This design comes from an exercise in tuning for small area on the open sky130 flow, not from production work.
In this exercise RTL edits were held to simulation tests only and were not proved equivalent to the original.
Power is estimated from default activity; no workload was simulated.

**flow/config.mk**
```make
export PLATFORM = sky130hd
export DESIGN_NAME = reseq
export DESIGN_NICKNAME = reseq
export VERILOG_FILES = /design/flow/design.v
export SDC_FILE = /design/flow/constraint.sdc
export NUM_CORES = 4
export LEC_CHECK = 0
export CAP_MARGIN = 20
export CORE_MARGIN = 2
export CORE_UTILIZATION = 65
export CTS_BUF_LIST = sky130_fd_sc_hd__clkbuf_4 sky130_fd_sc_hd__clkbuf_8
export PLACE_DENSITY = 0.75
export SLEW_MARGIN = 20
```
**flow/constraint.sdc**
```tcl
create_clock -name core_clock -period 14.0 [get_ports {clk}]
set_input_delay 2.8000 -clock core_clock [delete_from_list [all_inputs] [get_ports {clk}]]
set_output_delay 2.8000 -clock core_clock [all_outputs]
set_load 0.01 [all_outputs]
```
**flow/design.v**
```verilog
module reseq (
    input  wire        clk,
    input  wire        rst,            
    input  wire        in_valid,
    input  wire [22:0] in_seq,
    input  wire        in_sync,
    input  wire [19:0] in_handle,
    input  wire [11:0] timeout_cfg,    
    input  wire [15:0] idle_cfg,       
    output reg         out_valid,
    output wire [22:0] out_seq,
    output reg         out_lost,
    output reg  [19:0] out_handle,
    output reg         ev_dup,
    output reg         ev_window,
    output reg         ev_late,
    output reg         ev_unsynced,
    output reg         ev_resync,
    output reg  [5:0]  ev_flushed,
    output reg         active,
    output wire [22:0] rel_point,
    output wire [5:0]  held_count
);
    localparam W = 32;
    reg [W-1:0]  valid;
    reg [11:0]   dl     [0:W-1];      
    reg [19:0]   handle [0:W-1];
    reg [11:0]   now;                 
    reg [5:0]    cnt;                 
    reg          lim_valid;
    reg [4:0]    ld;
    reg [15:0]   idle_cnt;
    reg [22:0]   last;                
    wire [22:0] r = last + 23'd1;
    assign rel_point = r;
    assign out_seq   = last;
    wire [4:0]  r_idx  = r[4:0];
    wire [4:0]  in_idx = in_seq[4:0];
    wire [22:0] d      = in_seq + ~last;        
    wire d_zero   = (d == 23'd0);
    wire d_win    = (d[22:5] == 18'd0);           
    wire d_late   = d[22];                        
    assign held_count = cnt;
    wire v_in = valid[in_idx];
    wire v_r  = valid[r_idx];
    wire start     = in_valid && !active && in_sync;
    wire unsynced  = in_valid && !active && !in_sync;
    wire resync    = in_valid && active && in_sync && !d_win;
    wire in_norm   = in_valid && active && !resync;
    wire dup       = in_norm && d_win && v_in;
    wire bypass    = in_norm && d_zero && !v_r;
    wire hold      = in_norm && d_win && !d_zero && !v_in;
    wire win_drop  = in_norm && !d_win && !d_late;
    wire late_drop = in_norm && !d_win && d_late;
    wire restart   = start || resync;
    wire rel_cell = active && !resync && v_r;
    wire rel_lost = active && !resync && !v_r && !bypass && lim_valid;
    wire advance  = rel_cell || bypass || rel_lost;
    reg [W-1:0] fire;
    reg [W-1:0] fire_hi;
    integer k;
    always @* begin
        for (k = 0; k < W; k = k + 1) begin
            fire[k]    = valid[k] && (dl[k] == now);
            fire_hi[k] = fire[k] && (k < r_idx);
        end
    end
    reg [4:0] pe_a, pe_b;
    always @* begin
        pe_a = 5'd0;
        pe_b = 5'd0;
        for (k = 0; k < W; k = k + 1) begin
            if (fire[k])    pe_a = k[4:0];
            if (fire_hi[k]) pe_b = k[4:0];
        end
    end
    wire       fire_any = |fire;
    wire [4:0] fire_i   = (|fire_hi) ? pe_b : pe_a;
    wire [4:0] fire_k   = fire_i - r_idx;
    wire       lim_move = fire_any && fire_k != 5'd0 && !resync &&
                          (!lim_valid || fire_k > ld);
    wire [11:0] deadline = now + timeout_cfg + 12'd1;
    integer i;
    always @(posedge clk) begin
        for (i = 0; i < W; i = i + 1) begin
            if (in_idx == i && !valid[i]) begin
                dl[i]     <= deadline;
                handle[i] <= in_handle;
            end
        end
        if (restart || bypass)
            out_handle <= in_handle;
        else if (v_r)
            out_handle <= handle[r_idx];
        else
            out_handle <= 20'd0;
        if (advance)
            ld <= lim_move ? fire_k - 5'd1 : ld - 5'd1;
        else if (lim_move)
            ld <= fire_k;
        if (rst) begin
            now         <= 12'd0;
            valid       <= {W{1'b0}};
            cnt         <= 6'd0;
            lim_valid   <= 1'b0;
            idle_cnt    <= 16'd0;
            active      <= 1'b0;
            last        <= {23{1'b1}};
            out_valid   <= 1'b0;
            out_lost    <= 1'b0;
            ev_dup      <= 1'b0;
            ev_window   <= 1'b0;
            ev_late     <= 1'b0;
            ev_unsynced <= 1'b0;
            ev_resync   <= 1'b0;
            ev_flushed  <= 6'd0;
        end else begin
            now <= now + 12'd1;
            ev_dup      <= dup;
            ev_window   <= win_drop;
            ev_late     <= late_drop;
            ev_unsynced <= unsynced;
            ev_resync   <= resync;
            ev_flushed  <= resync ? cnt : 6'd0;
            out_valid <= restart || advance;
            out_lost  <= rel_lost;
            if (restart)
                last <= in_seq;
            else if (advance)
                last <= r;
            if (restart) begin
                active    <= 1'b1;
                valid     <= {W{1'b0}};
                cnt       <= 6'd0;
                lim_valid <= 1'b0;
            end else begin
                if (advance && lim_valid && ld == 5'd0)
                    lim_valid <= 1'b0;
                if (rel_cell)
                    valid[r_idx] <= 1'b0;
                if (hold)
                    valid[in_idx] <= 1'b1;
                if (hold && !rel_cell)
                    cnt <= cnt + 6'd1;
                else if (rel_cell && !hold)
                    cnt <= cnt - 6'd1;
                if (lim_move)
                    lim_valid <= 1'b1;
            end
            if (active && !in_valid && cnt == 6'd0 && !lim_valid) begin
                if (idle_cnt >= idle_cfg) begin
                    active   <= 1'b0;
                    idle_cnt <= 16'd0;
                end else begin
                    idle_cnt <= idle_cnt + 16'd1;
                end
            end else begin
                idle_cnt <= 16'd0;
            end
        end
    end
endmodule
```
**flow/run.sh**
```bash
#!/bin/bash
# synth_recipe.tcl (not shown) runs the flow's synth.tcl, then flattens the netlist and writes it again
# the make line also repeats each setting of config.mk as NAME=value (left out here)
make -C /OpenROAD-flow-scripts/flow DESIGN_CONFIG=/design/flow/config.mk WORK_HOME=/design/flow/orfs CLKGATE_MAP_FILE= SYNTH_SCRIPT=/design/flow/synth_recipe.tcl finish
```
==> metrics.yaml, run 1 <==
yosys:
  ys_seq_elements: 1153
  syn-cell-area_mm2: 0.0502
  syn_inst: 3559
  yosys_most_used_dff: "edfxtp_1"
  async_flop_share_pct: 0
  avg_inst_size_synth_um2: 14.1
  netlist.area_leader.share_pct: 61.6
  synth.distinct_cells: 101
  synth_top_area_cell: "edfxtp_1"
  yosys-top-cells-area: "edfxtp_1, xnor2_1, dfxtp_1"
  synth_fp_nets: 3716
  yosysWarningCount: 3
  ys_seq_area_share_pct: 66.5
  synth_edf_count: 1029
die:
  io-pin-count: 161
  vertical_die_dimension_um: 282
  area_enclosed_by_the_die_boundary_mm2: 0.0794
  initial_core_util_pct: 65.8
  core_mm2: 0.0762
  die_width_um: 282
  rows: 101
placed_design:
  io_buffer_count: 160
  place.detailed.instances: 4689
  gp_routability_congestion: 1.02
  dpl_worst_slack_ns: 5.59
  detailed_place.area_mm2: 0.0531
  detailed_place_hpwl_um: 89500
final_layout:
  final_cells: 5004
  utilization_pct: 74.3
  final_nets: 3993
  layout.cell_area.non_filler_mm2: 0.0566
  fraction_of_final_layout_cells_with_drive_strength_greater_than_1_pct: 14.0
  synthesis_to_finish_area_growth_pct: 12.8
worst_setup_path:
  timing.critical_path.slowest_stage_cell: "nand2_1"
  criticalPathCategory: "reg2reg"
  arrival_ns: 9.37
  startpoint_type: "register"
  worstPathRequired_ns: 14.64
  timing.critical_path.to_type: "register"
  cp_max_fo: 27
  cpPeakStageDelay_ns: 0.67
cts:
  clk_latency_ns: 0.86
  tritoncts: "done"
  cts_hold_buf: 0
  ctsHtreeMaxLevel: 4
  ctsLongestPathBuffers: 3
  cts_buffers: 175
  cts-root-buf: "clkbuf_8"
  clock_sink_count: 1153
  clkTransAtPathRegs_ns: 0.06
  cts-resized-gates: 0
  cts_post_setup_buffers_inserted: 0
timing:
  timing.final.max_slew_violations: 0
  period_needed_ns: 8.73
  final_hold_viol_count: 0
  worstMarginPinSlew_ns: 1.20
  fin_ws_ns: 5.27
  worst_clock_skew_ns: 0.0565
  setup_tns_ns: 0
  fin_worst_hold_slack_ns: 0.481
  layout_worst_path_cycle_share_pct: 62.3
  maxSlewHeadroom_pct: 18.9
  final-setup-viol-count: 0
  max_freq_mhz: 115
  grt_setup_unrepaired: "false"
route:
  vias_per_cell: 6.73
  drt_pass1_iterations: 6
  drc: 0
  vias: 33679
  1st_iter_drt_viols: 4343
  drt_total_wl_um: 148000
  antenna_left: 0
  route.detailed.wl_per_inst_um: 29.6
power:
  fin_total_pwr_mw: 7.38
  power.static_leakage_nw: 18.7
  ir_worst_vdd_v: 0.000128
  p_per_area_mw_per_mm2: 130
status:
  outcome: "timing/DRC/antenna clean"
global_routing:
  grt_start_max_net_pins: 54
  grt_pass1_vias: 33371
  grtUsageTotal_pct: 37.5
  grt_pass1_wl_um: 214000
  antenna_found_initial: 6
  grt.overflow.total: 0
hold_path:
  hold_path.class: "reg2reg"
job:
  max-cap-violations: 0
[sequential cells by signal, summed over array words and instances, names as in the netlist]
register	cells
ev_resync	1
ev_late	1
ev_flushed	6
valid	32
ev_dup	1
active	1
idle_cnt	16
ld	5
handle	640
dl	384
cnt	6
out_lost	1
last	23
ev_window	1
out_valid	1
out_handle	20
lim_valid	1
now	12
ev_unsynced	1
[cells in the mapped netlist (16+ instances only)]
cell and number:
a221oi_1 67, nand2_1 241, nor4_1 28, and3_1 20, o21a_1 21, nor2_1 159, buf_1 17, edfxtp_1 1029
o211ai_1 28, o22ai_1 21, a21o_1 20, dfxtp_1 124, ha_1 78, nor2b_1 16, inv_1 86, mux4_2 16
a222oi_1 49, nand3_1 104, nor3_1 62, nand4_1 113, a22oi_1 67, xor2_1 25, mux2i_1 43, a21oi_1 120
buf_2 17, o21bai_1 17, xnor2_1 430, clkbuf_1 87, buf_6 37, o21ai_0 122, a22o_1 41
[cell type report]
| type | instances | area [um^2] |
|---|---|---|
| diodes | 1 | 2.50 |
| clock buffers | 245 | 2980 |
| clock inverters | 69 | 553 |
| fillers | 4731 | 19600 |
| inverters | 92 | 348 |
| multi-input cells | 2136 | 15600 |
| flip-flops and latches | 1153 | 33400 |
| well taps | 1030 | 1290 |
| repair buffers | 278 | 2410 |
[placed cells by master (no fill, tap or decap), drive strengths merged, types with 25 or more instances in the layout]
| cell | count |
|---|---|
| nand2 | 243 |
| a22o | 41 |
| dfxtp | 124 |
| xor2 | 25 |
| nand3 | 106 |
| o21ai | 131 |
| clkbuf | 246 |
| nor2 | 159 |
| clkdlybuf4s50 | 144 |
| edfxtp | 1029 |
| a21oi | 121 |
| nor4 | 41 |
| ha | 78 |
| nor3 | 63 |
| a221oi | 68 |
| inv | 104 |
| a222oi | 49 |
| o211ai | 31 |
| xnor2 | 436 |
| buf | 133 |
| clkinv | 53 |
| nand4 | 113 |
| mux2i | 43 |
| a22oi | 67 |
[worst max-delay path, delay by kind of cell, from the launching register on]
family	cells	cell delay (ns)
compound gates	14	2.62
buf+inv	6	1.30
xor+xnor	2	0.36
simple gates	6	2.13
fa+ha+maj	5	1.52
flops	1	0.31
mux	1	0.27
[power by group]
part / total [mW] / switching [mW] / internal, mW / leakage (nW)
Clock: 2.79 / 1.33 / 1.46 / 1.87
Combinational: 0.726 / 0.489 / 0.237 / 6.52
Sequential: 3.86 / 0.0269 / 3.84 / 10.3
[path summary, 6_finish.rpt]
check | start | to | slack [ns] | depth (start not counted)
max | last[0] | ld[4] | 5.27 | 34
min | idle_cnt[0] | idle_cnt[0] | 0.48 | 1
max reg2reg | last[0] | ld[4] | 5.27 | 34
min reg2reg | idle_cnt[0] | idle_cnt[0] | 0.48 | 1
[logic make-up after synthesis]
family	synth area share, %
multiplexers	1.60
AND/OR/NAND/NOR	8.58
buffers and inverters	3.00
flip-flops	66.5
XOR/XNOR	8.18
AO/OA/AOI/OAI	9.98
adder cells (fa/ha/maj)	2.11
[per-layer routing]
metal	routed length [um]	vias to the layer above	part of all wire, %	track usage [%]
li1	-	14220	-	-
met1	54400	16598	37	50.7
met2	68200	2410	46	58.8
met3	19100	447	13	9.03
met4	6500	4	4.4	16.1
met5	25	-	0.017	0
==> inputs of run 2 (changes only) <==
==> flow/config.mk (replaced) <==
export PLATFORM = sky130hd
export DESIGN_NAME = reseq
export DESIGN_NICKNAME = reseq
export VERILOG_FILES = /design/flow/design.v
export SDC_FILE = /design/flow/constraint.sdc
export NUM_CORES = 4
export LEC_CHECK = 0
export CAP_MARGIN = 20
export CORE_MARGIN = 2
export CORE_UTILIZATION = 25
export PLACE_DENSITY = 0.45
export SLEW_MARGIN = 20
==> metrics.yaml, run 2 <==
status:
  outcome: "timing/DRC/antenna clean"  # unchanged
global_routing:
  antenna_found_initial: 4  # was 6
  grt_pass1_wl_um: 248000  # was 214000 um
  grt_pass1_vias: 31624  # was 33371
  grt_start_max_net_pins: 54  # unchanged
  grt.overflow.total: 0  # unchanged
  grtUsageTotal_pct: 17.0  # was 37.5%
placed_design:
  detailed_place_hpwl_um: 104000  # was 89500 um
  io_buffer_count: 160  # unchanged
  gp_routability_congestion: 0.867  # was 1.02
die:
  initial_core_util_pct: 25.1  # was 65.8%
  die_width_um: 452  # was 282 um
  io-pin-count: 161  # unchanged
  core_mm2: 0.200  # was 0.0762 mm^2
  rows: 164  # was 101
  vertical_die_dimension_um: 452  # was 282 um
  area_enclosed_by_the_die_boundary_mm2: 0.204  # was 0.0794 mm^2
yosys:
  post_synthesis_simple_gate_area_fraction_pct: 8.58  # unchanged
  syn_inst: 3559  # unchanged
  yosysWarningCount: 3  # unchanged
  synthMostInstantiatedCell: "edfxtp_1"  # unchanged
  netlist.area_leader.share_pct: 61.6  # unchanged
  synth_edf_count: 1029  # unchanged
  synthMuxAreaShare_pct: 1.60  # unchanged
  synth_compound_gate_area_share_pct: 9.98  # unchanged
  async_flop_share_pct: 0  # unchanged
  ys_seq_area_share_pct: 66.5  # unchanged
  yosys_most_used_dff: "edfxtp_1"  # unchanged
  yosys.area_share.xor_xnor_pct: 8.18  # unchanged
  ys_seq_elements: 1153  # unchanged
  syn-cell-area_mm2: 0.0502  # unchanged
  synth_commonest_cells: "edfxtp_1, xnor2_1, nand2_1"  # unchanged
  synth.distinct_cells: 101  # unchanged
  synth_top_area_cell: "edfxtp_1"  # unchanged
  yosys-top-cells-area: "edfxtp_1, xnor2_1, dfxtp_1"  # unchanged
  synth_fp_nets: 3716  # unchanged
  synth_fa_ha_area_share_pct: 2.11  # unchanged
  avg_inst_size_synth_um2: 14.1  # unchanged
  dominant_combinational_cell_family_by_area_after_synthesis: "compound AO/OA/AOI/OAI gates"  # unchanged
cts:
  tritoncts: "done"  # unchanged
  clkTransAtPathRegs_ns: 0.06  # about the same
  cts_buffers: 119  # was 175
  cts-resized-gates: 0  # unchanged
  clk_latency_ns: 0.77  # was 0.86 ns
  cts_hold_buf: 0  # unchanged
  cts_post_setup_buffers_inserted: 0  # unchanged
  ctsHtreeMaxLevel: 3  # was 4
  clock_sink_count: 1153  # unchanged
  ctsLongestPathBuffers: 3  # unchanged
  cts-root-buf: "clkbuf_16"  # was clkbuf_8
route:
  vias_per_cell: 4.91  # was 6.73
  drt_pass1_iterations: 6  # unchanged
  drc: 0  # unchanged
  vias: 32149  # was 33679
  1st_iter_drt_viols: 3233  # was 4343
  antenna_left: 0  # unchanged
  route.detailed.wl_per_inst_um: 27.1  # was 29.6 um
  drt_total_wl_um: 178000  # was 148000 um
worst_setup_path:
  worstPathRequired_ns: 11.20  # was 14.64 ns
  timing.critical_path.to_type: "output port"  # was register
  logic_depth_of_the_worst_register_to_register_path: 36  # was 34
  startpoint_type: "register"  # unchanged
  r2r_slack_ns: 5.58  # was 5.27 ns
  cp_max_fo: 27  # unchanged
  criticalPathCategory: "reg2out"  # was reg2reg
  arrival_ns: 5.90  # was 9.37 ns
timing:
  layout_worst_path_cycle_share_pct: 62.1  # was 62.3%
  final_hold_viol_count: 0  # unchanged
  max_freq_mhz: 115  # about the same
  maxSlewHeadroom_pct: 30.6  # was 18.9%
  period_needed_ns: 8.70  # was 8.73 ns
  worst_clock_skew_ns: 0.0630  # was 0.0565 ns
  timing.final.max_slew_violations: 0  # unchanged
  worstMarginPinSlew_ns: 1.04  # was 1.20 ns
  grt_setup_unrepaired: "false"  # unchanged
  fin_worst_hold_slack_ns: 0.485  # was 0.481 ns
  final-setup-viol-count: 0  # unchanged
  setup_tns_ns: 0  # unchanged
power:
  power.static_leakage_nw: 18.8  # was 18.7 nW
  ir_worst_vdd_v: 0.000102  # was 0.000128 V
  p_per_area_mw_per_mm2: 133  # was 130 mW/mm^2
final_layout:
  fillers: 20031  # was 4731
  layout_commonest_cell: "edfxtp_1"  # unchanged
  largest_register_ffs: 640  # unchanged
  combined_area_of_the_multi_input_logic_cells_mm2: 0.0157  # was 0.0156 mm^2
  largest-register: "handle"  # unchanged
  layout_top_registers: "handle x640, dl x384, valid x32"  # unchanged
  fraction_of_final_layout_cells_with_drive_strength_greater_than_1_pct: 11.8  # was 14.0%
  final_nets: 3943  # was 3993
  synthesis_to_finish_area_growth_pct: 18.0  # was 12.8%
  seqCellArea_mm2: 0.0334  # unchanged
  layout.cells.most_common_list: "edfxtp_1, xnor2_1, nand2_1, clkdlybuf4s50_1, nor2_1"  # was edfxtp_1, xnor2_1, nand2_1, clkbuf_8, nor2_1
job:
  max-cap-violations: 0  # unchanged
hold_path:
  hold_path.class: "reg2reg"  # unchanged
  holdPathStages: 1  # unchanged
run 2: cell types whose count changed in the layout (fill, tap and decap cells not counted), sizes merged:
cell / delta
bufinv: +10
clkdlybuf4s50: +6
inv: -10
clkbuf: -104
clkinv: +7
clkinvlp: +3
buf: +1
run 2: area by class of cell:
type                            count  area share [%]
Clock buffer                      142            5.36
Timing Repair Buffer              284            4.19
Inverter                           92           0.588
Sequential cell                  1153            56.4
Clock inverter                     79            1.33
Antenna cell                        1         0.00423
Multi-Input combinational cell   2136            26.5
Tap cell                         2656            5.62
run 2: kinds of logic after synthesis:
family | count (synthesis)
flip-flops | 1153
AND/OR/NAND/NOR | 841
AO/OA/AOI/OAI | 692
XOR/XNOR | 461
buffers and inverters | 270
adder cells (fa/ha/maj) | 82
multiplexers | 60
run 2: report_power, final:
| part | total, mW | internal, mW | switching [mW] | leakage, nW |
|---|---|---|---|---|
| sequential | 3.86 | 3.83 | 0.0274 | 10.3 |
| clock | 3.25 | 1.85 | 1.39 | 1.92 |
| combinational | 0.771 | 0.241 | 0.530 | 6.55 |
run 2: path summary, 6_finish.rpt:
kind,startpoint,endpoint
max,last[0],rel_point[18]
min,idle_cnt[0],idle_cnt[0]
max reg2reg,last[0],ld[4]
min reg2reg,idle_cnt[0],idle_cnt[0]
run 2: critical path, stage by stage, from the launching register on:
cell and delay, ns:
dfxtp_1 0.31, buf_4 0.35, ha_1 0.49, nand2_4 0.20, nor4_1 0.68, and3_1 0.35, and3_1 0.26, and3_1 0.25
inv_1 0.08, nor3_1 0.64, nand3_1 0.21, xnor2_1 0.58, clkdlybuf4s50_1 0.71
run 2: per-stage QoR:
step                setup WS, ns  total power [mW]  area [um^2]  util, %  cells
floorplan                   6.90              4.32        50200        -   3559
global placement            5.01              4.71        55200     27.7   6321
detailed placement          4.92              4.71        55200     27.7   6321
CTS                         5.26              7.95        59200     29.6   6542
global route                4.96              8.13        59200     29.6   6543
finish                      5.30              7.88        59200     29.6   6543
run 2: metal layers:
metal / share of wire (%) / vias to the layer above / GRT usage [%]
li1: - / 14111 / -
met1: 44 / 16798 / 22.8
met2: 48 / 1030 / 28.3
met3: 5.6 / 206 / 2.39
met4: 2.8 / 4 / 5.35
met5: 0.015 / - / 0

-- re-timing with driven ports --
The flow's constraints put no driver on any port. The routed layouts listed below were extracted and timed again, unchanged, in two steps. Step 1 assumes that a clkbuf_16 drives the clock port and a buf_2 every other input. Step 2 moves the port delays by t, midway between the first and last clock arrival at a register: inputs arrive t later, outputs are due t later. That takes back most of the time a late clock gives input paths. Slacks: ideal / step 1 / step 2; pairs: ideal / step 1.
run	shift t [ns]	slack for setup (ns)	hold WS [ns]
run 1	0.897	5.271 / 5.271 / 5.271	0.481 / 0.481 / 0.481
run 2	0.835	5.301 / 5.212 / 4.934	0.485 / 0.485 / 0.485
After both steps setup and hold are still met in every run listed. For run 2, which loses most, drivers alone change the setup slack by -0.089 ns; drivers and shift together by -0.367 ns.
